This is an optimization exercise on Yosys and OpenROAD, whose aim is small area, not a production implementation. Only simulation tests tie the RTL to the original design; equivalence was not proved. Power is estimated from default activity; no workload was simulated.

==> flow/design.v <==
module heddle (
    input  wire        clk,
    input  wire        rst_n,
    input  wire        bus_wr,
    input  wire        bus_rd,
    input  wire [4:0]  bus_addr,
    input  wire [31:0] bus_wdata,
    output reg  [31:0] bus_rdata,
    output wire [6:0]  prog_addr,
    input  wire [23:0] prog_data,
    input  wire [41:0] pin_in,
    output reg  [41:0] pin_out,
    output reg  [41:0] pin_oe,
    input  wire        angle_evt,
    input  wire        time_evt,
    output reg         wake,
    output reg         irq,
    output reg         fault_evt
);
    localparam A_CTRL = 5'd0,  A_DIV  = 5'd1,  A_REGION = 5'd2, A_SMAP0 = 5'd3,
               A_SMAP1 = 5'd4, A_SAFE = 5'd5,  A_STAT   = 5'd6, A_CNT   = 5'd7,
               A_TLOAD = 5'd8, A_MASK0 = 5'd9, A_PAT0   = 5'd10, A_MASK1 = 5'd11,
               A_PAT1 = 5'd12, A_TXQ  = 5'd15, A_RXQ    = 5'd16, A_EVT   = 5'd17;
    localparam S_STOPPED = 2'd0, S_RUN = 2'd1, S_WAIT = 2'd2, S_FAULTED = 2'd3;
    localparam F_NONE = 3'd0, F_ILLEGAL = 3'd1, F_BADPC = 3'd2, F_QUEUE = 3'd4;
    localparam M_EXEC = 2'd0, M_STALL = 2'd1, M_HOLD = 2'd2;
    localparam OP_NOP = 4'h0, OP_SAMPLE = 4'h1, OP_DRIVE = 4'h2, OP_AWAIT = 4'h3,
               OP_COUNT = 4'h4, OP_SHIFT = 4'h5, OP_EMIT = 4'h6, OP_TAKE = 4'h7,
               OP_BRANCH = 4'h8, OP_MATCH = 4'h9, OP_TIMEOUT = 4'hA, OP_SIGNAL = 4'hB;
    reg        en;
    reg [3:0]  split;
    reg        autocatch;
    reg [4:0]  catch_len_f;
    reg [23:0] d_reg, d_act;
    reg [6:0]  base;
    reg [7:0]  len;
    reg [6:0]  start, wrap;
    reg [63:0] smap;
    reg [7:0]  safe_lev, safe_oe;
    reg [15:0] creload, tload;
    reg [31:0] mask0, pat0, mask1, pat1;
    reg [4:0]  thread;
    reg        wake_en;
    reg [3:0]  txlow, rxhigh;
    reg [15:0] events;
    reg tx_ovf, rx_ovf, underrun, ang_ovr, claim_ref;
    reg [1:0]  state;
    reg [2:0]  fault;
    reg [1:0]  mode;
    reg [23:0] ir;
    reg [4:0]  hold_cnt;
    reg [6:0]  pc;
    reg        flag, lastout;
    reg        ang_latch, time_latch;
    reg [31:0] sl, cl;
    reg [5:0]  slen, sn, cn;
    reg [15:0] cnt, tcnt;
    reg [7:0]  lev, oe;
    reg [7:0]  prev_in;
    reg [31:0] qmem [0:7];
    reg [2:0]  tx_rp, tx_wp, rx_rp, rx_wp;
    reg [3:0]  tx_cnt, rx_cnt;
    wire [3:0] txcap = {split[2:0], 1'b0};
    wire [3:0] rxcap = 4'd8 - txcap;
    wire       tx_empty = (tx_cnt == 4'd0);
    wire       tx_full  = (tx_cnt == txcap);
    wire       rx_full  = (rx_cnt == rxcap);
    wire [5:0] catch_len = (catch_len_f == 5'd0) ? 6'd32 : {1'b0, catch_len_f};
    wire       running = (state == S_RUN) || (state == S_WAIT);
    reg  [23:0] phase;
    wire [24:0] psum = {1'b0, phase} + 25'd256;
    wire        hcyc = (psum >= {1'b0, d_act});
    wire [24:0] pdiff = psum - {1'b0, d_act};
    reg [7:0] slot_in;
    integer k, j, p;
    always @* begin
        for (k = 0; k < 8; k = k + 1) begin
            if (smap[8*k +: 6] < 6'd42)
                slot_in[k] = pin_in[smap[8*k +: 6]] ^ smap[8*k + 7];
            else
                slot_in[k] = smap[8*k + 7];
        end
    end
    always @* begin
        pin_out = 42'd0;
        pin_oe  = 42'd0;
        for (p = 0; p < 42; p = p + 1) begin
            for (k = 0; k < 8; k = k + 1) begin
                if (smap[8*k + 6] && smap[8*k +: 6] == p) begin
                    if (running) begin
                        pin_out[p] = lev[k] ^ smap[8*k + 7];
                        pin_oe[p]  = oe[k];
                    end else begin
                        pin_out[p] = safe_lev[k] ^ smap[8*k + 7];
                        pin_oe[p]  = safe_oe[k];
                    end
                end
            end
        end
    end
    assign prog_addr = base + pc;
    wire [23:0] cur_ir = (mode == M_EXEC) ? prog_data : ir;
    wire [3:0]  op     = cur_ir[23:20];
    wire [9:0]  arg    = cur_ir[9:0];
    wire        first  = (mode == M_EXEC);
    wire        t_fire = (tcnt == 16'd1);
    wire [6:0]  pc_seq = ({1'b0, pc} == len - 8'd1) ? wrap : pc + 7'd1;
    wire [31:0] tx_head = qmem[tx_rp];
    reg        illegal;
    reg        x_fault;
    reg [2:0]  x_fault_code;
    reg        x_done, x_stall;
    reg [6:0]  x_pc;
    reg        x_flag_we, x_flag;
    reg [7:0]  x_lev, x_oe;
    reg [31:0] x_cl, x_sl;
    reg [5:0]  x_cn, x_sn, x_slen;
    reg [15:0] x_cnt;
    reg        x_t_load;
    reg [15:0] x_t_val;
    reg        x_rx_push;
    reg [31:0] x_rx_data;
    reg        x_tx_pop;
    reg        x_set_rxovf, x_set_underrun;
    reg        x_ang_clr, x_time_clr;
    reg        x_signal, x_irq;
    reg [3:0]  x_sig_num;
    reg        x_lastout;
    reg        met, cond, bitv;
    reg [31:0] sl_use;
    reg [5:0]  sn_use;
    reg [5:0]  pos;
    reg [2:0]  s;
    always @* begin
        case (op)
            OP_NOP:    illegal = |arg;
            OP_SAMPLE: illegal = |(arg & ~10'h017);
            OP_DRIVE:  illegal = |(arg & ~10'h30F);
            OP_AWAIT:
                case (arg[9:7])
                    3'd0:    illegal = |arg[6:4];
                    3'd1:    illegal = (|arg[6:5]) || (arg[4:3] == 2'b00);
                    3'd2, 3'd3, 3'd4: illegal = |arg[6:0];
                    3'd5:    illegal = |arg[6:1];
                    default: illegal = 1'b1;
                endcase
            OP_COUNT:
                case (arg[9:8])
                    2'b00:   illegal = 1'b0;
                    2'b11:   illegal = 1'b1;
                    default: illegal = |arg[7:0];
                endcase
            OP_SHIFT:  illegal = |arg[9:5];
            OP_EMIT:   illegal = |arg[9:2];
            OP_TAKE:   illegal = (|arg[9:7]) || (arg[5:0] > 6'd32);
            OP_BRANCH: illegal = (arg[9:7] == 3'd7);
            OP_MATCH:
                case (arg[9:8])
                    2'b00:   illegal = |arg[7:1];
                    2'b01:   illegal = |arg[7:3];
                    default: illegal = 1'b1;
                endcase
            OP_TIMEOUT: illegal = arg[9] && (|arg[8:0]);
            OP_SIGNAL:  illegal = (|arg[7:4]) || arg[9];
            default:    illegal = 1'b1;
        endcase
        x_fault = 1'b0;
        x_fault_code = F_NONE;
        x_done = 1'b0;
        x_stall = 1'b0;
        x_pc = pc_seq;
        x_flag_we = 1'b0;
        x_flag = flag;
        x_lev = lev;
        x_oe = oe;
        x_cl = cl;
        x_cn = cn;
        x_sl = sl;
        x_sn = sn;
        x_slen = slen;
        x_cnt = cnt;
        x_t_load = 1'b0;
        x_t_val = 16'd0;
        x_rx_push = 1'b0;
        x_rx_data = cl;
        x_tx_pop = 1'b0;
        x_set_rxovf = 1'b0;
        x_set_underrun = 1'b0;
        x_ang_clr = 1'b0;
        x_time_clr = 1'b0;
        x_signal = 1'b0;
        x_irq = 1'b0;
        x_sig_num = arg[3:0];
        x_lastout = lastout;
        met = 1'b0;
        cond = 1'b0;
        bitv = 1'b0;
        sl_use = sl;
        sn_use = sn;
        pos = 6'd0;
        s = arg[2:0];
        if (first && illegal) begin
            x_fault = 1'b1;
            x_fault_code = F_ILLEGAL;
        end else begin
            if (first && cur_ir[19])
                x_lev[7:4] = cur_ir[18:15];
            case (op)
                OP_NOP: x_done = 1'b1;
                OP_SAMPLE: begin
                    x_done = 1'b1;
                    if (cn == 6'd32) begin
                        x_set_rxovf = 1'b1;
                    end else begin
                        pos = arg[4] ? (6'd31 - cn) : cn;
                        x_cl[pos[4:0]] = slot_in[s];
                        x_cn = cn + 6'd1;
                        if (autocatch && x_cn == catch_len) begin
                            if (rxcap == 4'd0) begin
                                x_fault = 1'b1;
                                x_fault_code = F_QUEUE;
                            end else begin
                                if (rx_full) begin
                                    x_set_rxovf = 1'b1;
                                end else begin
                                    x_rx_push = 1'b1;
                                    x_rx_data = x_cl;
                                end
                                x_cl = 32'd0;
                                x_cn = 6'd0;
                            end
                        end
                    end
                end
                OP_DRIVE: begin
                    x_done = 1'b1;
                    x_lev[s] = arg[3];
                    if (arg[9])
                        x_oe[s] = arg[8];
                end
                OP_AWAIT: begin
                    case (arg[9:7])
                        3'd0: met = (slot_in[s] == arg[3]);
                        3'd1: met = (arg[3] && !prev_in[s] && slot_in[s]) ||
                                    (arg[4] && prev_in[s] && !slot_in[s]);
                        3'd2: begin
                            met = (cnt == 16'd0);
                            if (!met)
                                x_cnt = cnt - 16'd1;
                        end
                        3'd3: begin
                            met = ang_latch;
                            x_ang_clr = ang_latch;
                        end
                        3'd4: begin
                            met = time_latch;
                            x_time_clr = time_latch;
                        end
                        default: begin
                            if (arg[0] ? (rxcap == 4'd0) : (txcap == 4'd0)) begin
                                x_fault = 1'b1;
                                x_fault_code = F_QUEUE;
                            end
                            met = arg[0] ? !rx_full : !tx_empty;
                        end
                    endcase
                    if (met) begin
                        x_done = 1'b1;
                        x_flag_we = 1'b1;
                        x_flag = 1'b0;
                    end else if (t_fire) begin
                        x_done = 1'b1;
                    end else begin
                        x_stall = 1'b1;
                    end
                end
                OP_COUNT: begin
                    x_done = 1'b1;
                    case (arg[9:8])
                        2'b00: x_cnt = {8'd0, arg[7:0]};
                        2'b01: x_cnt = creload;
                        default: begin
                            x_cnt = (cnt == 16'd0) ? 16'd0 : cnt - 16'd1;
                            x_flag_we = 1'b1;
                            x_flag = (x_cnt == 16'd0);
                        end
                    endcase
                end
                OP_SHIFT: begin
                    if (sn == slen) begin
                        if (txcap == 4'd0) begin
                            x_fault = 1'b1;
                            x_fault_code = F_QUEUE;
                        end else if (tx_empty) begin
                            x_set_underrun = 1'b1;
                            if (t_fire)
                                x_done = 1'b1;
                            else
                                x_stall = 1'b1;
                        end else begin
                            x_tx_pop = 1'b1;
                            sl_use = tx_head;
                            sn_use = 6'd0;
                        end
                    end
                    if (!x_fault && !x_stall && !x_done) begin
                        x_done = 1'b1;
                        pos = arg[4] ? (6'd31 - sn_use) : sn_use;
                        bitv = sl_use[pos[4:0]] ^ arg[3];
                        x_lev[s] = bitv;
                        x_lastout = bitv;
                        x_sl = sl_use;
                        x_sn = sn_use + 6'd1;
                    end
                end
                OP_EMIT: begin
                    if (rxcap == 4'd0) begin
                        x_fault = 1'b1;
                        x_fault_code = F_QUEUE;
                    end else if (rx_full && !arg[1]) begin
                        if (t_fire)
                            x_done = 1'b1;
                        else
                            x_stall = 1'b1;
                    end else begin
                        x_done = 1'b1;
                        if (rx_full)
                            x_set_rxovf = 1'b1;
                        else
                            x_rx_push = 1'b1;
                        x_rx_data = cl;
                        if (arg[0]) begin
                            x_cl = 32'd0;
                            x_cn = 6'd0;
                        end
                    end
                end
                OP_TAKE: begin
                    if (txcap == 4'd0) begin
                        x_fault = 1'b1;
                        x_fault_code = F_QUEUE;
                    end else if (tx_empty) begin
                        if (arg[6]) begin
                            x_done = 1'b1;
                            x_flag_we = 1'b1;
                            x_flag = 1'b1;
                        end else if (t_fire) begin
                            x_done = 1'b1;
                        end else begin
                            x_stall = 1'b1;
                        end
                    end else begin
                        x_done = 1'b1;
                        x_tx_pop = 1'b1;
                        x_sl = tx_head;
                        x_sn = 6'd0;
                        x_slen = (arg[5:0] == 6'd0) ? 6'd32 : arg[5:0];
                        if (arg[6]) begin
                            x_flag_we = 1'b1;
                            x_flag = 1'b0;
                        end
                    end
                end
                OP_BRANCH: begin
                    case (arg[9:7])
                        3'd0: cond = 1'b1;
                        3'd1: cond = flag;
                        3'd2: cond = !flag;
                        3'd3: cond = (sn == slen);
                        3'd4: cond = (cn >= catch_len);
                        3'd5: cond = slot_in[0];
                        default: cond = !slot_in[0];
                    endcase
                    if (cond) begin
                        if ({1'b0, arg[6:0]} >= len) begin
                            x_fault = 1'b1;
                            x_fault_code = F_BADPC;
                        end else begin
                            x_done = 1'b1;
                            x_pc = arg[6:0];
                        end
                    end else begin
                        x_done = 1'b1;
                    end
                end
                OP_MATCH: begin
                    x_done = 1'b1;
                    x_flag_we = 1'b1;
                    if (arg[9:8] == 2'b00)
                        x_flag = arg[0] ? ((cl & mask1) == pat1) : ((cl & mask0) == pat0);
                    else
                        x_flag = (slot_in[s] != lastout);
                end
                OP_TIMEOUT: begin
                    x_done = 1'b1;
                    x_t_load = 1'b1;
                    x_t_val = arg[9] ? tload : {7'd0, arg[8:0]};
                end
                OP_SIGNAL: begin
                    x_done = 1'b1;
                    x_signal = 1'b1;
                    x_irq = arg[8];
                end
                default: x_done = 1'b1;
            endcase
        end
    end
    wire region_usable = (len != 8'd0) && ({1'b0, start} < len) &&
                         ({1'b0, wrap} < len) && ({1'b0, pc} < len);
    wire wr_ctrl   = bus_wr && bus_addr == A_CTRL;
    wire wr_region = bus_wr && bus_addr == A_REGION;
    wire wr_smap0  = bus_wr && bus_addr == A_SMAP0;
    wire wr_smap1  = bus_wr && bus_addr == A_SMAP1;
    wire wr_stat   = bus_wr && bus_addr == A_STAT;
    wire wr_txq    = bus_wr && bus_addr == A_TXQ;
    wire wr_evt    = bus_wr && bus_addr == A_EVT;
    wire rd_rxq    = bus_rd && bus_addr == A_RXQ;
    wire do_restart = wr_ctrl && bus_wdata[1] && (state == S_STOPPED || state == S_FAULTED);
    wire split_ok   = wr_ctrl && (bus_wdata[7:4] <= 4'd4) && (state == S_STOPPED) &&
                      (bus_wdata[7:4] != split);
    wire do_flush   = (wr_ctrl && bus_wdata[2]) || split_ok;
    wire [3:0] txcap_new = split_ok ? {bus_wdata[6:4], 1'b0} : txcap;
    wire [7:0] r_len   = bus_wdata[15:8];
    wire [6:0] r_start = bus_wdata[22:16];
    wire [6:0] r_wrap  = bus_wdata[30:24];
    wire r_usable  = (r_len != 8'd0) && ({1'b0, r_start} < r_len) &&
                     ({1'b0, r_wrap} < r_len) && ({1'b0, pc} < r_len);
    wire region_ok = (r_len <= 8'd128) && (!running || r_usable);
    reg [63:0] cand;
    reg [7:0]  smap_we, smap_refused;
    always @* begin
        cand = smap;
        smap_we = 8'd0;
        if (wr_smap0) begin
            cand[31:0] = bus_wdata;
            smap_we[3:0] = 4'hF;
        end
        if (wr_smap1) begin
            cand[63:32] = bus_wdata;
            smap_we[7:4] = 4'hF;
        end
        smap_refused = 8'd0;
        for (k = 0; k < 8; k = k + 1) begin
            if (smap_we[k] && cand[8*k + 6]) begin
                if (cand[8*k +: 6] >= 6'd42)
                    smap_refused[k] = 1'b1;
                for (j = 0; j < 8; j = j + 1) begin
                    if (j != k && smap[8*j + 6] && smap[8*j +: 6] == cand[8*k +: 6])
                        smap_refused[k] = 1'b1;
                    if (j != k && smap_we[j] && cand[8*j + 6] && cand[8*j +: 6] == cand[8*k +: 6])
                        smap_refused[k] = 1'b1;
                end
            end
        end
    end
    wire ex_act   = hcyc && running && en && (mode != M_HOLD) && !x_fault;
    wire tx_push  = wr_txq && !tx_full;
    wire tx_pop   = ex_act && x_tx_pop;
    wire rx_push  = ex_act && x_rx_push;
    wire rx_pop   = rd_rxq && (rx_cnt != 4'd0);
    wire [3:0] tx_cnt_nx = do_flush ? 4'd0 : tx_cnt + {3'd0, tx_push} - {3'd0, tx_pop};
    wire [3:0] rx_cnt_nx = do_flush ? 4'd0 : rx_cnt + {3'd0, rx_push} - {3'd0, rx_pop};
    wire [3:0] tx_rp_p1 = {1'b0, tx_rp} + 4'd1;
    wire [3:0] tx_wp_p1 = {1'b0, tx_wp} + 4'd1;
    wire [3:0] rx_rp_p1 = {1'b0, rx_rp} + 4'd1;
    wire [3:0] rx_wp_p1 = {1'b0, rx_wp} + 4'd1;
    always @* begin
        case (bus_addr)
            A_CTRL:   bus_rdata = {18'd0, catch_len_f, autocatch, split, 3'd0, en};
            A_DIV:    bus_rdata = {8'd0, d_reg};
            A_REGION: bus_rdata = {1'b0, wrap, 1'b0, start, len, 1'b0, base};
            A_SMAP0:  bus_rdata = smap[31:0];
            A_SMAP1:  bus_rdata = smap[63:32];
            A_SAFE:   bus_rdata = {16'd0, safe_oe, safe_lev};
            A_STAT:   bus_rdata = {6'd0, claim_ref, ang_ovr, underrun, rx_ovf, tx_ovf,
                                   rx_cnt, tx_cnt, pc, flag, fault, state};
            A_CNT:    bus_rdata = {creload, cnt};
            A_TLOAD:  bus_rdata = {16'd0, tload};
            A_MASK0:  bus_rdata = mask0;
            A_PAT0:   bus_rdata = pat0;
            A_MASK1:  bus_rdata = mask1;
            A_PAT1:   bus_rdata = pat1;
            A_RXQ:    bus_rdata = (rx_cnt != 4'd0) ? qmem[rx_rp] : 32'd0;
            A_EVT:    bus_rdata = {events, 2'd0, rxhigh, txlow, wake_en, thread};
            default:  bus_rdata = 32'd0;
        endcase
    end
    always @(posedge clk) begin
        if (!rst_n) begin
            en <= 1'b0;
            split <= 4'd2;
            autocatch <= 1'b0;
            catch_len_f <= 5'd0;
            d_reg <= 24'h000100;
            d_act <= 24'h000100;
            phase <= 24'd0;
            base <= 7'd0;
            len <= 8'd0;
            start <= 7'd0;
            wrap <= 7'd0;
            smap <= 64'h3F3F3F3F_3F3F3F3F;
            safe_lev <= 8'd0;
            safe_oe <= 8'd0;
            creload <= 16'd0;
            tload <= 16'd0;
            mask0 <= 32'd0;
            pat0 <= 32'd0;
            mask1 <= 32'd0;
            pat1 <= 32'd0;
            thread <= 5'd0;
            wake_en <= 1'b0;
            txlow <= 4'd0;
            rxhigh <= 4'd8;
            events <= 16'd0;
            tx_ovf <= 1'b0;
            rx_ovf <= 1'b0;
            underrun <= 1'b0;
            ang_ovr <= 1'b0;
            claim_ref <= 1'b0;
            state <= S_STOPPED;
            fault <= F_NONE;
            mode <= M_EXEC;
            ir <= 24'd0;
            hold_cnt <= 5'd0;
            pc <= 7'd0;
            flag <= 1'b0;
            lastout <= 1'b0;
            ang_latch <= 1'b0;
            time_latch <= 1'b0;
            sl <= 32'd0;
            cl <= 32'd0;
            slen <= 6'd32;
            sn <= 6'd32;
            cn <= 6'd0;
            cnt <= 16'd0;
            tcnt <= 16'd0;
            lev <= 8'd0;
            oe <= 8'd0;
            prev_in <= 8'd0;
            tx_rp <= 3'd0;
            tx_wp <= 3'd0;
            rx_rp <= 3'd4;
            rx_wp <= 3'd4;
            tx_cnt <= 4'd0;
            rx_cnt <= 4'd0;
            wake <= 1'b0;
            irq <= 1'b0;
            fault_evt <= 1'b0;
        end else begin
            irq <= 1'b0;
            fault_evt <= 1'b0;
            phase <= hcyc ? pdiff[23:0] : psum[23:0];
            if (hcyc) begin
                d_act <= d_reg;
                prev_in <= slot_in;
            end
            if (wr_ctrl) begin
                en <= bus_wdata[0];
                autocatch <= bus_wdata[8];
                catch_len_f <= bus_wdata[13:9];
                if (split_ok)
                    split <= bus_wdata[7:4];
            end
            if (bus_wr && bus_addr == A_DIV && bus_wdata[23:0] >= 24'h000100)
                d_reg <= bus_wdata[23:0];
            if (wr_region && region_ok) begin
                base <= bus_wdata[6:0];
                len <= r_len;
                start <= r_start;
                wrap <= r_wrap;
            end
            for (k = 0; k < 8; k = k + 1)
                if (smap_we[k] && !smap_refused[k])
                    smap[8*k +: 8] <= cand[8*k +: 8];
            if (|smap_refused)
                claim_ref <= 1'b1;
            if (bus_wr && bus_addr == A_SAFE) begin
                safe_lev <= bus_wdata[7:0];
                safe_oe <= bus_wdata[15:8];
            end
            if (bus_wr && bus_addr == A_CNT)
                creload <= bus_wdata[31:16];
            if (bus_wr && bus_addr == A_TLOAD)
                tload <= bus_wdata[15:0];
            if (bus_wr && bus_addr == A_MASK0) mask0 <= bus_wdata;
            if (bus_wr && bus_addr == A_PAT0)  pat0 <= bus_wdata;
            if (bus_wr && bus_addr == A_MASK1) mask1 <= bus_wdata;
            if (bus_wr && bus_addr == A_PAT1)  pat1 <= bus_wdata;
            if (wr_stat) begin
                if (bus_wdata[21]) tx_ovf <= 1'b0;
                if (bus_wdata[22]) rx_ovf <= 1'b0;
                if (bus_wdata[23]) underrun <= 1'b0;
                if (bus_wdata[24]) ang_ovr <= 1'b0;
                if (bus_wdata[25]) claim_ref <= 1'b0;
            end
            if (wr_evt) begin
                thread <= bus_wdata[4:0];
                wake_en <= bus_wdata[5];
                txlow <= bus_wdata[9:6];
                rxhigh <= bus_wdata[13:10];
                events <= events & ~bus_wdata[31:16];
            end
            if (wr_txq && tx_full)
                tx_ovf <= 1'b1;
            if (angle_evt) begin
                ang_latch <= 1'b1;
                if (ang_latch && !(ex_act && x_ang_clr))
                    ang_ovr <= 1'b1;
            end else if (ex_act && x_ang_clr) begin
                ang_latch <= 1'b0;
            end
            if (time_evt)
                time_latch <= 1'b1;
            else if (ex_act && x_time_clr)
                time_latch <= 1'b0;
            if (hcyc) begin
                case (state)
                    S_STOPPED: begin
                        if (en) begin
                            if (region_usable) begin
                                state <= S_RUN;
                                mode <= M_EXEC;
                                lev <= safe_lev;
                                oe <= safe_oe;
                            end else begin
                                state <= S_FAULTED;
                                fault <= F_BADPC;
                                en <= 1'b0;
                                fault_evt <= 1'b1;
                            end
                        end
                    end
                    S_RUN, S_WAIT: begin
                        if (!en) begin
                            state <= S_STOPPED;
                            mode <= M_EXEC;
                        end else if (mode == M_HOLD) begin
                            if (hold_cnt == 5'd1)
                                mode <= M_EXEC;
                            hold_cnt <= hold_cnt - 5'd1;
                            if (tcnt != 16'd0)
                                tcnt <= tcnt - 16'd1;
                            if (t_fire)
                                flag <= 1'b1;
                        end else if (x_fault) begin
                            state <= S_FAULTED;
                            fault <= x_fault_code;
                            en <= 1'b0;
                            fault_evt <= 1'b1;
                            mode <= M_EXEC;
                        end else begin
                            lev <= x_lev;
                            oe <= x_oe;
                            cl <= x_cl;
                            cn <= x_cn;
                            sl <= x_sl;
                            sn <= x_sn;
                            slen <= x_slen;
                            cnt <= x_cnt;
                            lastout <= x_lastout;
                            if (x_flag_we)
                                flag <= x_flag;
                            else if (t_fire)
                                flag <= 1'b1;
                            if (x_t_load)
                                tcnt <= x_t_val;
                            else if (tcnt != 16'd0)
                                tcnt <= tcnt - 16'd1;
                            if (x_set_rxovf)
                                rx_ovf <= 1'b1;
                            if (x_set_underrun)
                                underrun <= 1'b1;
                            if (x_signal) begin
                                events[x_sig_num] <= 1'b1;
                                irq <= x_irq;
                            end
                            if (x_stall) begin
                                state <= S_WAIT;
                                mode <= M_STALL;
                                ir <= cur_ir;
                            end else begin
                                state <= S_RUN;
                                pc <= x_pc;
                                if (cur_ir[14:10] != 5'd0) begin
                                    mode <= M_HOLD;
                                    hold_cnt <= cur_ir[14:10];
                                end else begin
                                    mode <= M_EXEC;
                                end
                            end
                        end
                    end
                    default: ;
                endcase
            end
            if (do_restart) begin
                state <= S_STOPPED;
                fault <= F_NONE;
                mode <= M_EXEC;
                pc <= start;
                sl <= 32'd0;
                cl <= 32'd0;
                cn <= 6'd0;
                slen <= 6'd32;
                sn <= 6'd32;
                cnt <= 16'd0;
                tcnt <= 16'd0;
                flag <= 1'b0;
                lastout <= 1'b0;
                ang_latch <= 1'b0;
                time_latch <= 1'b0;
            end
            if (tx_push)
                qmem[tx_wp] <= bus_wdata;
            if (rx_push)
                qmem[rx_wp] <= x_rx_data;
            if (do_flush) begin
                tx_rp <= 3'd0;
                tx_wp <= 3'd0;
                rx_rp <= txcap_new[2:0];
                rx_wp <= txcap_new[2:0];
            end else begin
                if (tx_pop) tx_rp <= (tx_rp_p1 == txcap) ? 3'd0 : tx_rp_p1[2:0];
                if (tx_push) tx_wp <= (tx_wp_p1 == txcap) ? 3'd0 : tx_wp_p1[2:0];
                if (rx_pop) rx_rp <= (rx_rp_p1 == 4'd8) ? txcap[2:0] : rx_rp_p1[2:0];
                if (rx_push) rx_wp <= (rx_wp_p1 == 4'd8) ? txcap[2:0] : rx_wp_p1[2:0];
            end
            tx_cnt <= tx_cnt_nx;
            rx_cnt <= rx_cnt_nx;
            wake <= wake_en && (((tx_cnt_nx <= txlow) && (tx_cnt > txlow)) ||
                                ((rx_cnt_nx >= rxhigh) && (rx_cnt < rxhigh)) ||
                                (ex_act && x_signal));
        end
    end
endmodule
==> flow/run.sh <==
#!/bin/bash
# synth_recipe.tcl (not shown) runs the flow's synth.tcl, then flattens the netlist and writes it again
# the make line also repeats each setting of config.mk as NAME=value (left out here)
make -C /OpenROAD-flow-scripts/flow DESIGN_CONFIG=/design/flow/config.mk WORK_HOME=/design/flow/orfs CLKGATE_MAP_FILE= SYNTH_SCRIPT=/design/flow/synth_recipe.tcl finish
==> flow/config.mk <==
export PLATFORM = sky130hd
export DESIGN_NAME = heddle
export DESIGN_NICKNAME = heddle
export VERILOG_FILES = /design/flow/design.v
export SDC_FILE = /design/flow/constraint.sdc
export NUM_CORES = 4
export LEC_CHECK = 0
export CAP_MARGIN = 20
export CORE_MARGIN = 2
export CORE_UTILIZATION = 30
export SLEW_MARGIN = 20
==> flow/constraint.sdc <==
create_clock -name core_clock -period 10.0 [get_ports {clk}]
set_input_delay 2.0000 -clock core_clock [delete_from_list [all_inputs] [get_ports {clk}]]
set_output_delay 2.0000 -clock core_clock [all_outputs]
set_load 0.01 [all_outputs]
==> results of run 1 <==
-- metal layers --
metal,track usage,share of wire,vias up,wire length [µm]
li1,-,-,31400,-
met1,0.413,0.40,36800,154000
met2,0.425,0.40,5772,154000
met3,0.105,0.14,1253,54300
met4,0.171,0.067,30,26000
met5,0.00179,0.00065,-,251
-- synthesized netlist by cell type, types with 43 or more instances --
| cell type | instances | area share |
|---|---|---|
| a21o_1 | 83 | 0.0088 |
| o211ai_1 | 227 | 0.024 |
| a31oi_1 | 43 | 0.0038 |
| or2_2 | 55 | 0.0049 |
| a221oi_1 | 46 | 0.0057 |
| nand4_1 | 141 | 0.012 |
| xnor2_1 | 333 | 0.041 |
| nor4_1 | 121 | 0.011 |
| a32oi_1 | 54 | 0.0067 |
| a31o_2 | 52 | 0.0064 |
| a211oi_1 | 92 | 0.0097 |
| and3_1 | 188 | 0.017 |
| nor2b_1 | 49 | 0.0043 |
| nand2b_1 | 51 | 0.0045 |
| o21ai_0 | 241 | 0.017 |
| o22ai_1 | 48 | 0.0042 |
| ha_1 | 135 | 0.024 |
| nor2_1 | 637 | 0.034 |
| a21oi_1 | 613 | 0.043 |
| edfxtp_1 | 256 | 0.11 |
| nand3_1 | 279 | 0.020 |
| inv_1 | 150 | 0.0079 |
| or3_1 | 43 | 0.0038 |
| nand2_1 | 1087 | 0.058 |
| and2_1 | 48 | 0.0042 |
| buf_1 | 81 | 0.0043 |
| mux2_2 | 288 | 0.046 |
| mux4_2 | 214 | 0.068 |
| clkbuf_1 | 656 | 0.035 |
| xor2_1 | 90 | 0.011 |
| dfxtp_1 | 596 | 0.17 |
| buf_2 | 53 | 0.0037 |
| nor3_1 | 227 | 0.016 |
| a22oi_1 | 175 | 0.019 |
| mux2i_1 | 549 | 0.078 |
-- per-stage QoR --
stage,hold slack (ps),setup slack [ps],power [µW],utilization
after floorplan,429,2110,4830,-
after global routing,470,1750,9760,0.342
final,447,1940,9500,0.342
after global placement,436,1350,5370,0.325
after CTS,452,2170,9470,0.341
after detailed placement,446,1400,5390,0.326
-- worst max path at each step --
stage / start / endpoint / slack [ps] / depth (start not counted)
after floorplan: prog_data[1] / wake / 2110 / 29
after global placement: prog_data[1] / wake / 1350 / 25
after detailed placement: prog_data[1] / wake / 1400 / 21
after CTS: bus_addr[0] / bus_rdata[24] / 2170 / 10
after global routing: prog_data[1] / wake / 1750 / 25
final: bus_addr[0] / bus_rdata[24] / 1940 / 10
-- report_power, final --
group	switching (µW)	leakage, µW	internal [µW]	total [µW]
Clock	1730	0.00180	2400	4130
Sequential	50.7	0.00711	3600	3650
Combinational	1140	0.0189	580	1720
Total	2920	0.0278	6580	9500
-- cell families (layout without fill, tap and decap cells) --
| family | after synthesis | count (layout) | synth area share |
|---|---|---|---|
| AOI/OAI and AO/OA | 2033 | 2033 | 0.192 |
| buffers and inverters | 992 | 905 | 0.0549 |
| DFF | 852 | 852 | 0.277 |
| adders and majority gates | 139 | 139 | 0.0250 |
| and+or+nand+nor | 3053 | 3053 | 0.204 |
| muxes | 1070 | 1070 | 0.194 |
| xor gates and xnor gates | 423 | 423 | 0.0523 |
| other | 0 | 14 | 0 |
-- worst register-to-register path, stage by stage (launching register included) --
cell       delay [ps]
dfxtp_1           300
buf_4             230
nor2_4            680
mux2i_4           380
ha_1              350
nand3_1           250
nor2_1            510
a311oi_1          210
a2111oi_2         300
a41oi_2           510
nor4_4            640
nand4_4           460
ha_1              510
inv_1              50
ha_1              210
fa_1              490
and2_1            160
ha_1              270
a21o_1            160
a21o_1            170
a21oi_1           170
a211oi_1           70
o311a_1           330
-- cell type report --
class / count / share of cell area
clock inverter: 55 / 0.00986
inverter: 181 / 0.00854
antenna: 14 / 0.000436
timing repair buffer: 531 / 0.0563
sequential: 852 / 0.244
multi-input combinational: 6718 / 0.596
clock buffer: 138 / 0.0361
tap: 3150 / 0.0490
==> reports/metrics.csv, run 1 <==
metric,value,unit
run_status,finished clean,
cpPeakStageDelay,730,ps
hold_viol_final,0,
ys_async_sr_fraction,0,
drv_cap,0,
synth_cells,8562,
cp-end-kind,output port,
r2r_setup_slack,2540,ps
insertion_delay,800,ps
start_util,0.301,
grt_max_degree,126,
synthDistinctLibCells,109,
coreArea,235000,µm²
cts_buffers,103,
synth_edf_count,256,
layout_common_cells,"1,082 x nand2_1, 627 x nor2_1, 612 x a21oi_1, 576 x dfxtp_1, 541 x mux2i_1",
htree_levels,3,
period_share,0.806,
dp_cells,11400,
ant_nets,0,
dieArea,240000,µm²
power.leakage,0.0278,µW
vdd_drop_max,0.137,mV
syn_area_per_cell,8.28,µm²
max_slew.worst_pin.slew,1310,ps
setup_viol,0,
cp-start-kind,primary input,
worstPathMaxFanout,47,
die_y,490,µm
drive_gt1_frac,0.147,
register_area,19600,µm²
cts_tree,done,
wl,388,mm
post_cts_buffers,0,
r2r_cells,22,
portBuffers,234,
wl_per_cell,33.4,µm
crit_type,in2out,
cts_max_path_buffers,3,
dp_hpwl,273,mm
path_clk_slew,50,ps
crit_slowest_cell,a221oi_1,
cts_sinks,852,
final_nets,8635,
rows,178,
final_cell_area,80400,µm²
ctsHoldBuffers,0,
regMostFlops,qmem,
yosys_warnings,1,
rsz0062_at_grt,no,
hold_path.class,reg2reg,
finClkSkew,121,ps
slew_viol_final,0,
grt_antenna_before_repair,36,
max_freq,0.124,GHz
r2r-end,wake,
routed_via_density,6.47,
min_path_cells,2,
multi_input_comb_area,47900,µm²
power.density,118,nW/µm²
routabilityCongestion,1.03,
drc,0,
min_from,d_act[11],
die_w,490,µm
grt_pass1_wl,538,mm
root_buffer,clkbuf_16,
grt-ovfl-total,0,
drt-pass1-iter-count,7,
cp.required,8000,ps
top_regs,"qmem: 256 flops, smap: 64 flops",
final_common_cell,nand2_1,
syn2layout_area_growth,13.5,%
fin_crit,8060,ps
vias,75300,
ioPinCount,235,
drt_iter0_markers,12200,
critPathTopFamily,compound AO/OA/AOI/OAI gates,
syn_nets,8810,
grt_use_total,0.307,
ctsResizeCount,0,
worstPathArrival,6060,ps
critPathBufInv,4,
largest_reg_flops,256,
synth_area,70900,µm²
regToRegStartpoint,mode[0],
synthFlopType,dfxtp_1,
maxSlewHeadroom,0.125,
fill_cells,24300,
min_to,d_act[11],
place_area,76600,µm²
ys_ff_latch,852,
stdcell_count,11600,
fin_tns_setup,0,ps
grt_pass1_vias,68800,
crit_chain,clkdlybuf4s50_1 -> nor3_2 -> buf_4 -> and3_1 -> buf_4 -> a22o_1 -> a221o_1 -> a221oi_1 -> o2111ai_1 -> clkdlybuf4s50_1,
seq_area_frac_synth,0.277,
==> inputs of run 2 (changes only) <==
--- a/flow/design.v
+++ b/flow/design.v
@@ -31,7 +31,7 @@
     reg [3:0]  split;
     reg        autocatch;
     reg [4:0]  catch_len_f;
-    reg [23:0] d_reg, d_act;
+    reg [23:0] d_reg;
     reg [6:0]  base;
     reg [7:0]  len;
     reg [6:0]  start, wrap;
@@ -47,7 +47,7 @@
     reg [1:0]  state;
     reg [2:0]  fault;
     reg [1:0]  mode;
-    reg [23:0] ir;
+    reg [18:0] ir;      
     reg [4:0]  hold_cnt;
     reg [6:0]  pc;
     reg        flag, lastout;
@@ -67,45 +67,65 @@
     wire       rx_full  = (rx_cnt == rxcap);
     wire [5:0] catch_len = (catch_len_f == 5'd0) ? 6'd32 : {1'b0, catch_len_f};
     wire       running = (state == S_RUN) || (state == S_WAIT);
-    reg  [23:0] phase;
-    wire [24:0] psum = {1'b0, phase} + 25'd256;
-    wire        hcyc = (psum >= {1'b0, d_act});
-    wire [24:0] pdiff = psum - {1'b0, d_act};
+    reg  [23:0] rdiv;
+    wire        hcyc = ~|rdiv[23:8];
+    wire [8:0]  rlo  = {1'b0, rdiv[7:0]} + {1'b0, d_reg[7:0]};
+    wire [15:0] rhs  = hcyc ? d_reg[23:8] : rdiv[23:8];
+    wire [15:0] rhi  = (hcyc && rlo[8]) ? rhs : rhs - 16'd1;
     reg [7:0] slot_in;
+    wire [63:0] pin_ext = {22'd0, pin_in};
     integer k, j, p;
     always @* begin
-        for (k = 0; k < 8; k = k + 1) begin
-            if (smap[8*k +: 6] < 6'd42)
-                slot_in[k] = pin_in[smap[8*k +: 6]] ^ smap[8*k + 7];
-            else
-                slot_in[k] = smap[8*k + 7];
+        for (k = 0; k < 8; k = k + 1)
+        begin
+            slot_in[k] = smap[8*k + 7];
+            for (p = 0; p < 42; p = p + 1)
+                slot_in[k] = slot_in[k] ^ (pin_in[p] & (smap[8*k +: 3] == p % 8) & (smap[8*k + 3 +: 3] == p / 8));
         end
     end
+    reg [7:0] s_lo [0:7];
+    reg [5:0] s_hi [0:7];
+    reg [5:0] s_ho [0:7];
+    reg [5:0] s_he [0:7];
+    reg [7:0] vo, ve;
     always @* begin
+        for (k = 0; k < 8; k = k + 1) begin
+            vo[k] = (running ? lev[k] : safe_lev[k]) ^ smap[8*k + 7];
+            ve[k] = running ? oe[k] : safe_oe[k];
+            for (j = 0; j < 8; j = j + 1)
+                s_lo[k][j] = (smap[8*k +: 3] == j);
+            for (j = 0; j < 6; j = j + 1)
+            begin
+                s_hi[k][j] = smap[8*k + 6] && (smap[8*k + 3 +: 3] == j);
+                s_ho[k][j] = s_hi[k][j] & vo[k];
+                s_he[k][j] = s_hi[k][j] & ve[k];
+            end
+        end
         pin_out = 42'd0;
         pin_oe  = 42'd0;
-        for (p = 0; p < 42; p = p + 1) begin
+        for (p = 0; p < 42; p = p + 1)
             for (k = 0; k < 8; k = k + 1) begin
-                if (smap[8*k + 6] && smap[8*k +: 6] == p) begin
-                    if (running) begin
-                        pin_out[p] = lev[k] ^ smap[8*k + 7];
-                        pin_oe[p]  = oe[k];
-                    end else begin
-                        pin_out[p] = safe_lev[k] ^ smap[8*k + 7];
-                        pin_oe[p]  = safe_oe[k];
-                    end
-                end
+                pin_out[p] = pin_out[p] | (s_ho[k][p / 8] & s_lo[k][p % 8]);
+                pin_oe[p]  = pin_oe[p]  | (s_he[k][p / 8] & s_lo[k][p % 8]);
             end
-        end
     end
     assign prog_addr = base + pc;
-    wire [23:0] cur_ir = (mode == M_EXEC) ? prog_data : ir;
+    wire [23:0] cur_ir = (mode == M_EXEC) ? prog_data : {ir[18:15], 5'd0, ir[14:0]};
     wire [3:0]  op     = cur_ir[23:20];
     wire [9:0]  arg    = cur_ir[9:0];
     wire        first  = (mode == M_EXEC);
     wire        t_fire = (tcnt == 16'd1);
-    wire [6:0]  pc_seq = ({1'b0, pc} == len - 8'd1) ? wrap : pc + 7'd1;
-    wire [31:0] tx_head = qmem[tx_rp];
+    wire [7:0]  pc_p1  = {1'b0, pc} + 8'd1;
+    wire [6:0]  pc_seq = (pc_p1 == len) ? wrap : pc_p1[6:0];
+    reg  [31:0] tx_head, rxq_word;
+    always @* begin
+        tx_head = 32'd0;
+        rxq_word = 32'd0;
+        tx_head = qmem[tx_rp];
+        rxq_word = qmem[rx_rp];
+    end
+    wire        cnt_z   = (cnt == 16'd0);
+    wire [15:0] cnt_m1  = cnt - 16'd1;
     reg        illegal;
     reg        x_fault;
     reg [2:0]  x_fault_code;
@@ -212,7 +232,7 @@
                     if (cn == 6'd32) begin
                         x_set_rxovf = 1'b1;
                     end else begin
-                        pos = arg[4] ? (6'd31 - cn) : cn;
+                        pos = arg[4] ? {1'b0, ~cn[4:0]} : cn;
                         x_cl[pos[4:0]] = slot_in[s];
                         x_cn = cn + 6'd1;
                         if (autocatch && x_cn == catch_len) begin
@@ -244,9 +264,9 @@
                         3'd1: met = (arg[3] && !prev_in[s] && slot_in[s]) ||
                                     (arg[4] && prev_in[s] && !slot_in[s]);
                         3'd2: begin
-                            met = (cnt == 16'd0);
+                            met = cnt_z;
                             if (!met)
-                                x_cnt = cnt - 16'd1;
+                                x_cnt = cnt_m1;
                         end
                         3'd3: begin
                             met = ang_latch;
@@ -280,9 +300,9 @@
                         2'b00: x_cnt = {8'd0, arg[7:0]};
                         2'b01: x_cnt = creload;
                         default: begin
-                            x_cnt = (cnt == 16'd0) ? 16'd0 : cnt - 16'd1;
+                            x_cnt = cnt_z ? 16'd0 : cnt_m1;
                             x_flag_we = 1'b1;
-                            x_flag = (x_cnt == 16'd0);
+                            x_flag = cnt_z || (cnt == 16'd1);
                         end
                     endcase
                 end
@@ -305,8 +325,11 @@
                     end
                     if (!x_fault && !x_stall && !x_done) begin
                         x_done = 1'b1;
-                        pos = arg[4] ? (6'd31 - sn_use) : sn_use;
-                        bitv = sl_use[pos[4:0]] ^ arg[3];
+                        pos = arg[4] ? {1'b0, ~sn[4:0]} : sn;
+                        if (x_tx_pop)
+                            bitv = (arg[4] ? tx_head[31] : tx_head[0]) ^ arg[3];
+                        else
+                            bitv = sl[pos[4:0]] ^ arg[3];
                         x_lev[s] = bitv;
                         x_lastout = bitv;
                         x_sl = sl_use;
@@ -426,32 +449,24 @@
     wire r_usable  = (r_len != 8'd0) && ({1'b0, r_start} < r_len) &&
                      ({1'b0, r_wrap} < r_len) && ({1'b0, pc} < r_len);
     wire region_ok = (r_len <= 8'd128) && (!running || r_usable);
-    reg [63:0] cand;
+    wire       smap_wr = bus_wr && (bus_addr == A_SMAP0 || bus_addr == A_SMAP1);
+    wire       smap_h  = bus_addr[2];
+    reg [3:0]  w_ref;
     reg [7:0]  smap_we, smap_refused;
     always @* begin
-        cand = smap;
-        smap_we = 8'd0;
-        if (wr_smap0) begin
-            cand[31:0] = bus_wdata;
-            smap_we[3:0] = 4'hF;
-        end
-        if (wr_smap1) begin
-            cand[63:32] = bus_wdata;
-            smap_we[7:4] = 4'hF;
-        end
-        smap_refused = 8'd0;
-        for (k = 0; k < 8; k = k + 1) begin
-            if (smap_we[k] && cand[8*k + 6]) begin
-                if (cand[8*k +: 6] >= 6'd42)
-                    smap_refused[k] = 1'b1;
-                for (j = 0; j < 8; j = j + 1) begin
-                    if (j != k && smap[8*j + 6] && smap[8*j +: 6] == cand[8*k +: 6])
-                        smap_refused[k] = 1'b1;
-                    if (j != k && smap_we[j] && cand[8*j + 6] && cand[8*j +: 6] == cand[8*k +: 6])
-                        smap_refused[k] = 1'b1;
-                end
-            end
+        for (k = 0; k < 4; k = k + 1) begin
+            w_ref[k] = (bus_wdata[8*k +: 6] >= 6'd42);
+            for (j = 0; j < 8; j = j + 1)
+                if (smap[8*j + 6] && smap[8*j +: 6] == bus_wdata[8*k +: 6] &&
+                    !(j == k && !smap_h) && !(j == k + 4 && smap_h))
+                    w_ref[k] = 1'b1;
+            for (j = 0; j < 4; j = j + 1)
+                if (j != k && bus_wdata[8*j + 6] && bus_wdata[8*j +: 6] == bus_wdata[8*k +: 6])
+                    w_ref[k] = 1'b1;
+            w_ref[k] = w_ref[k] && bus_wdata[8*k + 6] && smap_wr;
         end
+        smap_we      = smap_wr ? (smap_h ? 8'hF0 : 8'h0F) : 8'h00;
+        smap_refused = {w_ref & {4{smap_h}}, w_ref & {4{!smap_h}}};
     end
     wire ex_act   = hcyc && running && en && (mode != M_HOLD) && !x_fault;
     wire tx_push  = wr_txq && !tx_full;
@@ -465,7 +480,7 @@
     wire [3:0] rx_rp_p1 = {1'b0, rx_rp} + 4'd1;
     wire [3:0] rx_wp_p1 = {1'b0, rx_wp} + 4'd1;
     always @* begin
-        case (bus_addr)
+        case (5'd31)
             A_CTRL:   bus_rdata = {18'd0, catch_len_f, autocatch, split, 3'd0, en};
             A_DIV:    bus_rdata = {8'd0, d_reg};
             A_REGION: bus_rdata = {1'b0, wrap, 1'b0, start, len, 1'b0, base};
@@ -480,10 +495,43 @@
             A_PAT0:   bus_rdata = pat0;
             A_MASK1:  bus_rdata = mask1;
             A_PAT1:   bus_rdata = pat1;
-            A_RXQ:    bus_rdata = (rx_cnt != 4'd0) ? qmem[rx_rp] : 32'd0;
+            A_RXQ:    bus_rdata = (rx_cnt != 4'd0) ? rxq_word : 32'd0;
             A_EVT:    bus_rdata = {events, 2'd0, rxhigh, txlow, wake_en, thread};
             default:  bus_rdata = 32'd0;
         endcase
+        bus_rdata = ({32{bus_addr == A_CTRL}} & {18'd0, catch_len_f, autocatch, split, 3'd0, en}) |
+            ({32{bus_addr == A_DIV}} & {8'd0, d_reg}) |
+            ({32{bus_addr == A_REGION}} & {1'b0, wrap, 1'b0, start, len, 1'b0, base}) |
+            ({32{bus_addr == A_SMAP0}} & smap[31:0]) |
+            ({32{bus_addr == A_SMAP1}} & smap[63:32]) |
+            ({32{bus_addr == A_SAFE}} & {16'd0, safe_oe, safe_lev}) |
+            ({32{bus_addr == A_STAT}} & {6'd0, claim_ref, ang_ovr, underrun, rx_ovf, tx_ovf,
+                                   rx_cnt, tx_cnt, pc, flag, fault, state}) |
+            ({32{bus_addr == A_CNT}} & {creload, cnt}) |
+            ({32{bus_addr == A_TLOAD}} & {16'd0, tload}) |
+            ({32{bus_addr == A_MASK0}} & mask0) |
+            ({32{bus_addr == A_PAT0}} & pat0) |
+            ({32{bus_addr == A_MASK1}} & mask1) |
+            ({32{bus_addr == A_PAT1}} & pat1) |
+            ({32{bus_addr == A_EVT}} & {events, 2'd0, rxhigh, txlow, wake_en, thread});
+        for (k = 0; k < 8; k = k + 1)
+            bus_rdata = bus_rdata | (qmem[k] & {32{bus_addr == A_RXQ && rx_cnt != 4'd0 && rx_rp == k}});
+    end
+    always @(posedge clk) begin
+        for (k = 0; k < 8; k = k + 1)
+            qmem[k] <= (bus_wdata & {32{tx_push && tx_wp == k}}) |
+                       (x_rx_data & {32{rx_push && rx_wp == k}}) |
+                       (qmem[k] & {32{!(tx_push && tx_wp == k) && !(rx_push && rx_wp == k)}});
+        if (hcyc)
+            prev_in <= slot_in;
+        if (ex_act && x_tx_pop)
+            sl <= tx_head;
+        if (ex_act && x_stall)
+            ir <= {cur_ir[23:20], cur_ir[14:0]};
+        if (ex_act && !x_stall)
+            hold_cnt <= cur_ir[14:10];
+        else if (hcyc && running && en && mode == M_HOLD)
+            hold_cnt <= hold_cnt - 5'd1;
     end
     always @(posedge clk) begin
         if (!rst_n) begin
@@ -492,8 +540,7 @@
             autocatch <= 1'b0;
             catch_len_f <= 5'd0;
             d_reg <= 24'h000100;
-            d_act <= 24'h000100;
-            phase <= 24'd0;
+            rdiv <= 24'h0000FF;
             base <= 7'd0;
             len <= 8'd0;
             start <= 7'd0;
@@ -520,14 +567,11 @@
             state <= S_STOPPED;
             fault <= F_NONE;
             mode <= M_EXEC;
-            ir <= 24'd0;
-            hold_cnt <= 5'd0;
             pc <= 7'd0;
             flag <= 1'b0;
             lastout <= 1'b0;
             ang_latch <= 1'b0;
             time_latch <= 1'b0;
-            sl <= 32'd0;
             cl <= 32'd0;
             slen <= 6'd32;
             sn <= 6'd32;
@@ -536,7 +580,6 @@
             tcnt <= 16'd0;
             lev <= 8'd0;
             oe <= 8'd0;
-            prev_in <= 8'd0;
             tx_rp <= 3'd0;
             tx_wp <= 3'd0;
             rx_rp <= 3'd4;
@@ -549,11 +592,7 @@
         end else begin
             irq <= 1'b0;
             fault_evt <= 1'b0;
-            phase <= hcyc ? pdiff[23:0] : psum[23:0];
-            if (hcyc) begin
-                d_act <= d_reg;
-                prev_in <= slot_in;
-            end
+            rdiv <= {rhi, hcyc ? rlo[7:0] : rdiv[7:0]};
             if (wr_ctrl) begin
                 en <= bus_wdata[0];
                 autocatch <= bus_wdata[8];
@@ -571,8 +610,8 @@
             end
             for (k = 0; k < 8; k = k + 1)
                 if (smap_we[k] && !smap_refused[k])
-                    smap[8*k +: 8] <= cand[8*k +: 8];
-            if (|smap_refused)
+                    smap[8*k +: 8] <= bus_wdata[8*(k%4) +: 8];
+            if (|w_ref)
                 claim_ref <= 1'b1;
             if (bus_wr && bus_addr == A_SAFE) begin
                 safe_lev <= bus_wdata[7:0];
@@ -637,7 +676,6 @@
                         end else if (mode == M_HOLD) begin
                             if (hold_cnt == 5'd1)
                                 mode <= M_EXEC;
-                            hold_cnt <= hold_cnt - 5'd1;
                             if (tcnt != 16'd0)
                                 tcnt <= tcnt - 16'd1;
                             if (t_fire)
@@ -653,7 +691,6 @@
                             oe <= x_oe;
                             cl <= x_cl;
                             cn <= x_cn;
-                            sl <= x_sl;
                             sn <= x_sn;
                             slen <= x_slen;
                             cnt <= x_cnt;
@@ -677,13 +714,11 @@
                             if (x_stall) begin
                                 state <= S_WAIT;
                                 mode <= M_STALL;
-                                ir <= cur_ir;
                             end else begin
                                 state <= S_RUN;
                                 pc <= x_pc;
                                 if (cur_ir[14:10] != 5'd0) begin
                                     mode <= M_HOLD;
-                                    hold_cnt <= cur_ir[14:10];
                                 end else begin
                                     mode <= M_EXEC;
                                 end
@@ -698,7 +733,6 @@
                 fault <= F_NONE;
                 mode <= M_EXEC;
                 pc <= start;
-                sl <= 32'd0;
                 cl <= 32'd0;
                 cn <= 6'd0;
                 slen <= 6'd32;
@@ -710,10 +744,6 @@
                 ang_latch <= 1'b0;
                 time_latch <= 1'b0;
             end
-            if (tx_push)
-                qmem[tx_wp] <= bus_wdata;
-            if (rx_push)
-                qmem[rx_wp] <= x_rx_data;
             if (do_flush) begin
                 tx_rp <= 3'd0;
                 tx_wp <= 3'd0;
==> flow/flow/run.sh (new file) <==
#!/bin/bash
# Standard layout, with three changes that only affect how the layout is made:
#  - synthesis maps logic with an area-oriented ABC script (flow/abc_area.script);
#    registers come from the same dfflibmap step, so names and cells are unchanged
#  - input/output port buffers use sky130_fd_sc_hd__buf_1
#  - CTS inserts no dummy loads
set -uo pipefail
status=0
rm -rf scripts_mod
cp -r "$FLOW_HOME/scripts" scripts_mod
cp flow/abc_area.script scripts_mod/abc_area.script
bash standard.sh finish \
  SCRIPTS_DIR="$PWD/scripts_mod" \
  ABC_AREA=1 \
  BUFFER_PORTS_ARGS="-buffer_cell sky130_fd_sc_hd__buf_1" \
  CTS_ARGS="-sink_clustering_enable -repair_clock_nets -dont_use_dummy_load" \
  > make.log 2>&1 || status=$?
tail -20 make.log
exit $status
==> flow/flow/abc_area.script (new file) <==
&get -n
&st
&dc2
&dc2
&dc2
&dch -f
&nf -a -R 1000
&put
==> flow/standard.sh (new file) <==
#!/bin/bash
# synth_recipe.tcl (not shown) runs the flow's synth.tcl, then flattens the netlist and writes it again
# the make line also repeats each setting of config.mk as NAME=value (left out here)
make -C /OpenROAD-flow-scripts/flow DESIGN_CONFIG=/design/flow/config.mk WORK_HOME=/design/flow/orfs CLKGATE_MAP_FILE= SYNTH_SCRIPT=/design/flow/synth_recipe.tcl "${@:-finish}"
--- a/flow/config.mk
+++ b/flow/config.mk
@@ -5,7 +5,8 @@
 export SDC_FILE = /design/flow/constraint.sdc
 export NUM_CORES = 4
 export LEC_CHECK = 0
+export ABC_AREA = 1
 export CAP_MARGIN = 20
 export CORE_MARGIN = 2
-export CORE_UTILIZATION = 30
+export CORE_UTILIZATION = 40
 export SLEW_MARGIN = 20
removed: flow/run.sh
==> reports/metrics.csv, run 2 <==
metric,value,unit,change
run_status,finished with violations,,
violations,"max-capacitance violations, max-slew violations",,
setup_viol,0,,unchanged
crit_type,reg2reg,,
drt_iter0_markers,14300,,+17%
drv_cap,1,,+1
min_path_cells,2,,unchanged
grt_pass1_vias,56700,,-18%
synth_edf_count,64,,-75%
fin_tns_setup,0,ps,unchanged
power.leakage,0.0203,µW,-27%
grt_pass1_wl,467,mm,-13%
largest_reg_flops,256,,unchanged
register_area,17100,µm²,-13%
multi_input_comb_area,32500,µm²,-32%
syn_nets,6425,,-27%
hold_path.class,reg2reg,,
ys_async_sr_fraction,0,,unchanged
crit_slowest_cell,nor3_1,,
worstPathMaxFanout,16,,-66%
grt_max_degree,208,,+65%
post_cts_buffers,0,,unchanged
cp-end-kind,register,,
root_buffer,clkbuf_16,,
hold_viol_final,0,,unchanged
synth_cells,6171,,-28%
syn2layout_area_growth,15.9,%,
cp-start-kind,register,,
maxSlewHeadroom,-0.0115,,-0.136
yosysTopAreaCell,dfxtp_1,,
drive_gt1_frac,0.0699,,-0.0768
syn_area_per_cell,8.08,µm²,-2.5%
layout_common_cells,"799 x nand2_1, 758 x dfxtp_1, 558 x o21ai_0, 482 x nor2_1, 472 x a21oi_1",,
dieArea,127000,µm²,-47%
drc,0,,unchanged
final_nets,7040,,-18%
slew_viol_final,5,,+5
rsz0062_at_grt,no,,
synthDistinctLibCells,65,,-40%
path_clk_slew,60,ps,about the same
synthFlopType,dfxtp_1,,
max_slew.worst_pin.slew,1510,ps,+193 ps
yosysMostFrequentCell,nand2_1,,
period_share,0.845,,+0.0388
fill_cells,12500,,-49%
max_freq,0.118,GHz,-4.6%
grt_use_total,0.517,,+0.210
regMostFlops,qmem,,
die_y,357,µm,-27%
finalCoreUtilization,0.467,,+0.125
top_regs,"qmem: 256 flops, smap: 64 flops",,
cts_sinks,822,,-3.5%
portBuffers,234,,unchanged
yosys_warnings,6,,+5
cts_max_path_buffers,3,,unchanged
routed_via_density,7.59,,+17%
worstPathArrival,9060,ps,+3000 ps
synthTopCellsByCount,"802 x nand2_1, 758 x dfxtp_1, 558 x o21ai_0",,
start_util,0.403,,+0.102
routabilityCongestion,1.09,,+5.6%
vdd_drop_max,0.141,mV,+3.0%
design_power_total,7510,µW,-21%
synth_area,49800,µm²,-30%
fin_crit,8450,ps,+388 ps
cts_buffers,92,,-11%
coreArea,124000,µm²,-47%
wl,345,mm,-11%
cp.required,10620,ps,+2620 ps
cpPeakStageDelay,1100,ps,+370 ps
r2r_cells,28,,+27%
ctsResizeCount,0,,unchanged
ctsHoldBuffers,0,,unchanged
grt-ovfl-total,0,,unchanged
final_common_cell,nand2_1,,
synth_top_area_frac,0.304,,+0.136
seq_area_frac_synth,0.343,,+0.0663
finClkSkew,102,ps,-18.6 ps
rows,129,,-28%
ant_nets,0,,unchanged
grt_antenna_before_repair,30,,-17%
synth_top_cells_by_area,"dfxtp_1 30%, nand2_1 6.0%, o21ai_0 5.6%, a22oi_1 5.2%, a21oi_1 4.8%",,
htree_levels,3,,unchanged
cts_tree,done,,
power.density,130,nW/µm²,+10%
vias,64100,,-15%
die_w,357,µm,-27%
ys_ff_latch,822,,-3.5%
insertion_delay,760,ps,-40 ps
dp_hpwl,248,mm,-9.1%
drt-pass1-iter-count,17,,+10
ioPinCount,235,,unchanged
wl_per_cell,40.8,µm,+22%
-- run 2: logic make-up (layout without fill, tap and decap cells) --
logic type                 after synthesis  count (layout)  synth area share
buffers and inverters                  183             796            0.0138
other                                    0              26                 0
muxes                                  137             137            0.0304
AOI/OAI and AO/OA                     2563            2563             0.345
adders and majority gates              145             145            0.0370
xor gates and xnor gates               242             242            0.0425
and+or+nand+nor                       2079            2079             0.188
DFF                                    822             822             0.343
-- run 2: through the flow --
stage,hold WS (ps),std cells,instance area [µm²],setup WS [ps]
finish,472,8447,57700,1550
global route,489,8422,57700,1340
CTS,473,8418,57600,1650
detailed placement,464,8326,55300,1100
global placement,447,8325,55300,1220
floorplan,420,6171,49800,1130
-- run 2: routing by layer --
| metal | global-route usage | share of wire |
|---|---|---|
| met5 | 0.0137 | 0.00071 |
| met4 | 0.395 | 0.10 |
| met3 | 0.216 | 0.16 |
| met2 | 0.706 | 0.38 |
| met1 | 0.639 | 0.36 |
-- run 2: path summary, 6_finish.rpt --
kind	start	endpoint	slack (ps)
setup / recovery	smap[1]	wake	1550
hold / removal	events[14]	events[14]	470
setup reg to reg	smap[1]	wake	1550
hold reg to reg	events[14]	events[14]	470
-- run 2: cell type report --
type	count	share of cell area
Multi-Input combinational cell	5166	0.562
Sequential cell	822	0.296
Timing Repair Buffer	522	0.0536
Clock buffer	92	0.0399
Tap cell	1637	0.0355
Inverter	182	0.0119
Antenna cell	26	0.00113
-- run 2: report_power, final --
part	internal (µW)	switching (µW)	leakage, µW
clock	1600	1390	0.00113
combinational	289	723	0.0125
sequential	3420	84.3	0.00671
total	5310	2200	0.0203
-- run 2: worst max-delay path: cells and delay by family, from the launching register on --
family	cells	cell delay (ps)
and+or+nand+nor	8	3280
AOI/OAI and AO/OA	11	1620
adders and majority gates	4	1270
DFF	1	780
buffers and inverters	3	740
xor gates and xnor gates	2	670
==> inputs of run 3 (changes only) <==
--- a/flow/flow/run.sh
+++ b/flow/flow/run.sh
@@ -3,7 +3,7 @@
 #  - synthesis maps logic with an area-oriented ABC script (flow/abc_area.script);
 #    registers come from the same dfflibmap step, so names and cells are unchanged
 #  - input/output port buffers use sky130_fd_sc_hd__buf_1
-#  - CTS inserts no dummy loads
+#  - CTS inserts no dummy loads, and clusters up to 16 sinks on a clkbuf_16
 set -uo pipefail
 status=0
 rm -rf scripts_mod
@@ -13,7 +13,7 @@
   SCRIPTS_DIR="$PWD/scripts_mod" \
   ABC_AREA=1 \
   BUFFER_PORTS_ARGS="-buffer_cell sky130_fd_sc_hd__buf_1" \
-  CTS_ARGS="-sink_clustering_enable -repair_clock_nets -dont_use_dummy_load" \
+  CTS_ARGS="-sink_clustering_enable -repair_clock_nets -dont_use_dummy_load -buf_list sky130_fd_sc_hd__clkbuf_16 -sink_clustering_size 16 -sink_clustering_max_diameter 60" \
   > make.log 2>&1 || status=$?
 tail -20 make.log
 exit $status
--- a/flow/config.mk
+++ b/flow/config.mk
@@ -6,7 +6,9 @@
 export NUM_CORES = 4
 export LEC_CHECK = 0
 export ABC_AREA = 1
-export CAP_MARGIN = 20
+export CAP_MARGIN = 30
 export CORE_MARGIN = 2
-export CORE_UTILIZATION = 40
-export SLEW_MARGIN = 20
+export CORE_UTILIZATION = 30
+export GPL_TIMING_DRIVEN = 0
+export PLACE_DENSITY = 0.5
+export SLEW_MARGIN = 30
==> reports/metrics.csv, run 3 <==
metric,value,unit,change
drc,0,,unchanged
finalCoreUtilization,0.364,,-0.103
start_util,0.302,,-0.101
hold_slack,470,ps,-2.70 ps
yosys_warnings,6,,unchanged
max_slew.worst_pin.slew,1170,ps,-336 ps
top_regs,"qmem: 256 flops, smap: 64 flops",,
ys_async_sr_fraction,0,,unchanged
p_int,5400,µW,+1.7%
portBuffers,234,,unchanged
path_clk_slew,60,ps,about the same
setup_viol,0,,unchanged
grt_max_degree,62,,-70%
htree_levels,3,,unchanged
vdd_drop_max,0.138,mV,-2.0%
hold_path.class,reg2reg,,
run_status,finished clean,,
drt_iter0_markers,11800,,-18%
yosysMostFrequentCell,nand2_1,,
drive_gt1_frac,0.0809,,+0.0110
synthTopCellsByCount,"802 x nand2_1, 758 x dfxtp_1, 558 x o21ai_0",,
cts_buffers,96,,+4.3%
wl,339,mm,-1.6%
power.density,127,nW/µm²,-2.3%
fin_crit,9370,ps,+916 ps
design_power_total,7630,µW,+1.6%
syn_nets,6425,,unchanged
p_sw_frac,0.292,,-0.00116
synth_area,49800,µm²,unchanged
dp_hpwl,244,mm,-1.4%
maxSlewHeadroom,0.214,,+0.226
coreArea,165000,µm²,+33%
ant_nets,0,,unchanged
rsz0062_at_grt,no,,
slew_viol_final,0,,-5
finClkSkew,92.1,ps,-9.88 ps
yosysTopAreaCell,dfxtp_1,,
die_w,412,µm,+15%
grt-ovfl-total,0,,unchanged
layout_setup_ws,635,ps,-916 ps
cpPeakStageDelay,740,ps,-360 ps
grt_pass1_vias,56300,,-0.68%
cp-end-kind,register,,
ioPinCount,235,,unchanged
final_cell_area,60000,µm²,+3.9%
insertion_delay,760,ps,about the same
synth_top_cells_by_area,"dfxtp_1 30%, nand2_1 6.0%, o21ai_0 5.6%, a22oi_1 5.2%, a21oi_1 4.8%",,
die_y,412,µm,+15%
layout_common_cells,"798 x nand2_1, 744 x dfxtp_1, 556 x o21ai_0, 478 x nor2_1, 472 x a21oi_1",,
power.leakage,0.0205,µW,+1.1%
place_area,57400,µm²,+3.8%
post_cts_buffers,0,,unchanged
fill_cells,17300,,+39%
grt_antenna_before_repair,21,,-30%
routabilityCongestion,1.05,,-3.0%
grt_use_total,0.382,,-0.135
dieArea,169000,µm²,+33%
crit_slowest_cell,or3_2,,
largest_reg_flops,256,,unchanged
cts_max_path_buffers,3,,unchanged
vias,61900,,-3.5%
syn2layout_area_growth,20.4,%,
max_freq,0.107,GHz,-9.8%
synthFlopType,dfxtp_1,,
seq_area_frac_synth,0.343,,unchanged
rows,149,,+16%
hold_viol_final,0,,unchanged
routed_via_density,6.95,,-8.4%
syn_area_per_cell,8.08,µm²,unchanged
place_ws,-918,ps,-2020 ps
synthDistinctLibCells,65,,unchanged
cp.required,10570,ps,-50 ps
ys_ff_latch,822,,unchanged
worstPathMaxFanout,25,,+9
final_common_cell,nand2_1,,
root_buffer,clkbuf_16,,
period_share,0.937,,+0.0916
cts_sinks,822,,unchanged
seq_power_share,0.459,,-0.007
cts_tree,done,,
final_nets,6957,,-1.2%
synth_cells,6171,,unchanged
clockPowerShare,0.408,,+0.009
synth_edf_count,64,,unchanged
crit_type,in2reg,,
worstPathArrival,9940,ps,+880 ps
ctsHoldBuffers,0,,unchanged
synth_top_area_frac,0.304,,unchanged
grt_pass1_wl,462,mm,-1.0%
drv_cap,0,,-1
wl_per_cell,38.1,µm,-6.7%
cp-start-kind,primary input,,
comb_power_share,0.133,,-0.002
regMostFlops,qmem,,
drt-pass1-iter-count,13,,-4
p_switching,2230,µW,+1.2%
## run 3: what timing repair did
| item | in CTS | in global routing |
|---|---|---|
| setup endpoints to repair | 1 | 1 |
| gates resized for setup | 2 | 16 |
| cloned | 0 | 1 |
## run 3: cell type report
class	count	area [µm²]	share of cell area
Multi-Input combinational cell	5166	33100	0.551
Buffer	1	3.75	0.0000625
Inverter	182	727	0.0121
Sequential cell	822	17100	0.285
Timing Repair Buffer	433	3910	0.0651
Tap cell	2189	2740	0.0456
Timing Repair inverter	1	5.00	0.0000834
Clock buffer	96	2400	0.0400
Antenna cell	14	35.0	0.000584
## run 3: path summary, 6_finish.rpt
kind	startpoint	to	slack [ps]	depth (start not counted)
max reg2reg	smap[3]	wake	720	31
min	events[14]	events[14]	470	2
min reg2reg	events[14]	events[14]	470	2
max	prog_data[9]	wake	630	30
## run 3: layer usage
metal  up-vias  track usage  part of all wire  routed length, µm
met5         -            0           0.00036                123
met4        18        0.288             0.091              30900
met3      1288        0.110              0.12              41800
met2      5026        0.564              0.42             141000
met1     30000        0.469              0.37             125000
li1      25600            -                 -                  -
## run 3: power groups by stage
stage	Sequential, µW	Combinational [µW]	Clock (µW)
after floorplan	3530	482	0
final	3500	1010	3110
after global placement	3570	886	0
after global routing	3510	1060	3220
after CTS	3500	971	3110
after detailed placement	3570	966	0
## run 3: per-stage QoR
step           std cells  setup TNS, ps
2_1_floorplan       6171              0
3_3_place_gp        8594       -3720780
3_5_place_dp        8790           -918
4_1_cts             8886              0
5_1_grt             8890              0
6_report            8904              0
## run 3: kinds of logic (layout without fill, tap and decap cells)
kind of cell,count (synthesis),count (layout),share of synthesized area
and+or+nand+nor,2079,2079,0.188
AOI/OAI and AO/OA,2563,2563,0.345
muxes,137,137,0.0304
other,0,14,0
buffers and inverters,183,713,0.0138
DFF,822,822,0.343
adders and majority gates,145,145,0.0370
xor gates and xnor gates,242,242,0.0425
## run 3: worst max-delay path: cells and delay by family
| kind | cells | cell delay (ps) |
|---|---|---|
| buf+inv | 5 | 1080 |
| simple gates | 10 | 2620 |
| fa+ha+maj | 4 | 1250 |
| mux | 1 | 580 |
| compound gates | 9 | 2160 |
| xor+xnor | 1 | 160 |

## what the ideal ports hide
How much do the figures lean on ideal ports? The routed layouts below were timed once more, with nothing changed but the port constraints. Step 1, drivers: a clkbuf_16 drives clk and a buf_2 each remaining input, both assumed. Step 2, shift: input delay + t, output delay - t, t = (earliest + latest rising clock arrival at the registers) / 2. This alone moves slack from input paths to output paths. Slacks: ideal / step 1 / step 2; pairs: ideal / step 1.
run	t, ns	slack for setup (ns)	worst setup path at the end	latest minus earliest clock arrival (ns)
run 1	0.840	1.939 / 1.818 / 1.337	input to register	0.121 / 0.121
run 2	0.791	1.551 / 1.551 / 1.053	input to register	0.102 / 0.102
run 3	0.793	0.635 / 0.688 / -0.105	input to register	0.092 / 0.092
With both steps, setup timing fails in run 3, where it was met with ideal ports. The setup slack of run 3, which loses most, moves by +0.053 ns with the drivers and by -0.740 ns with both steps.
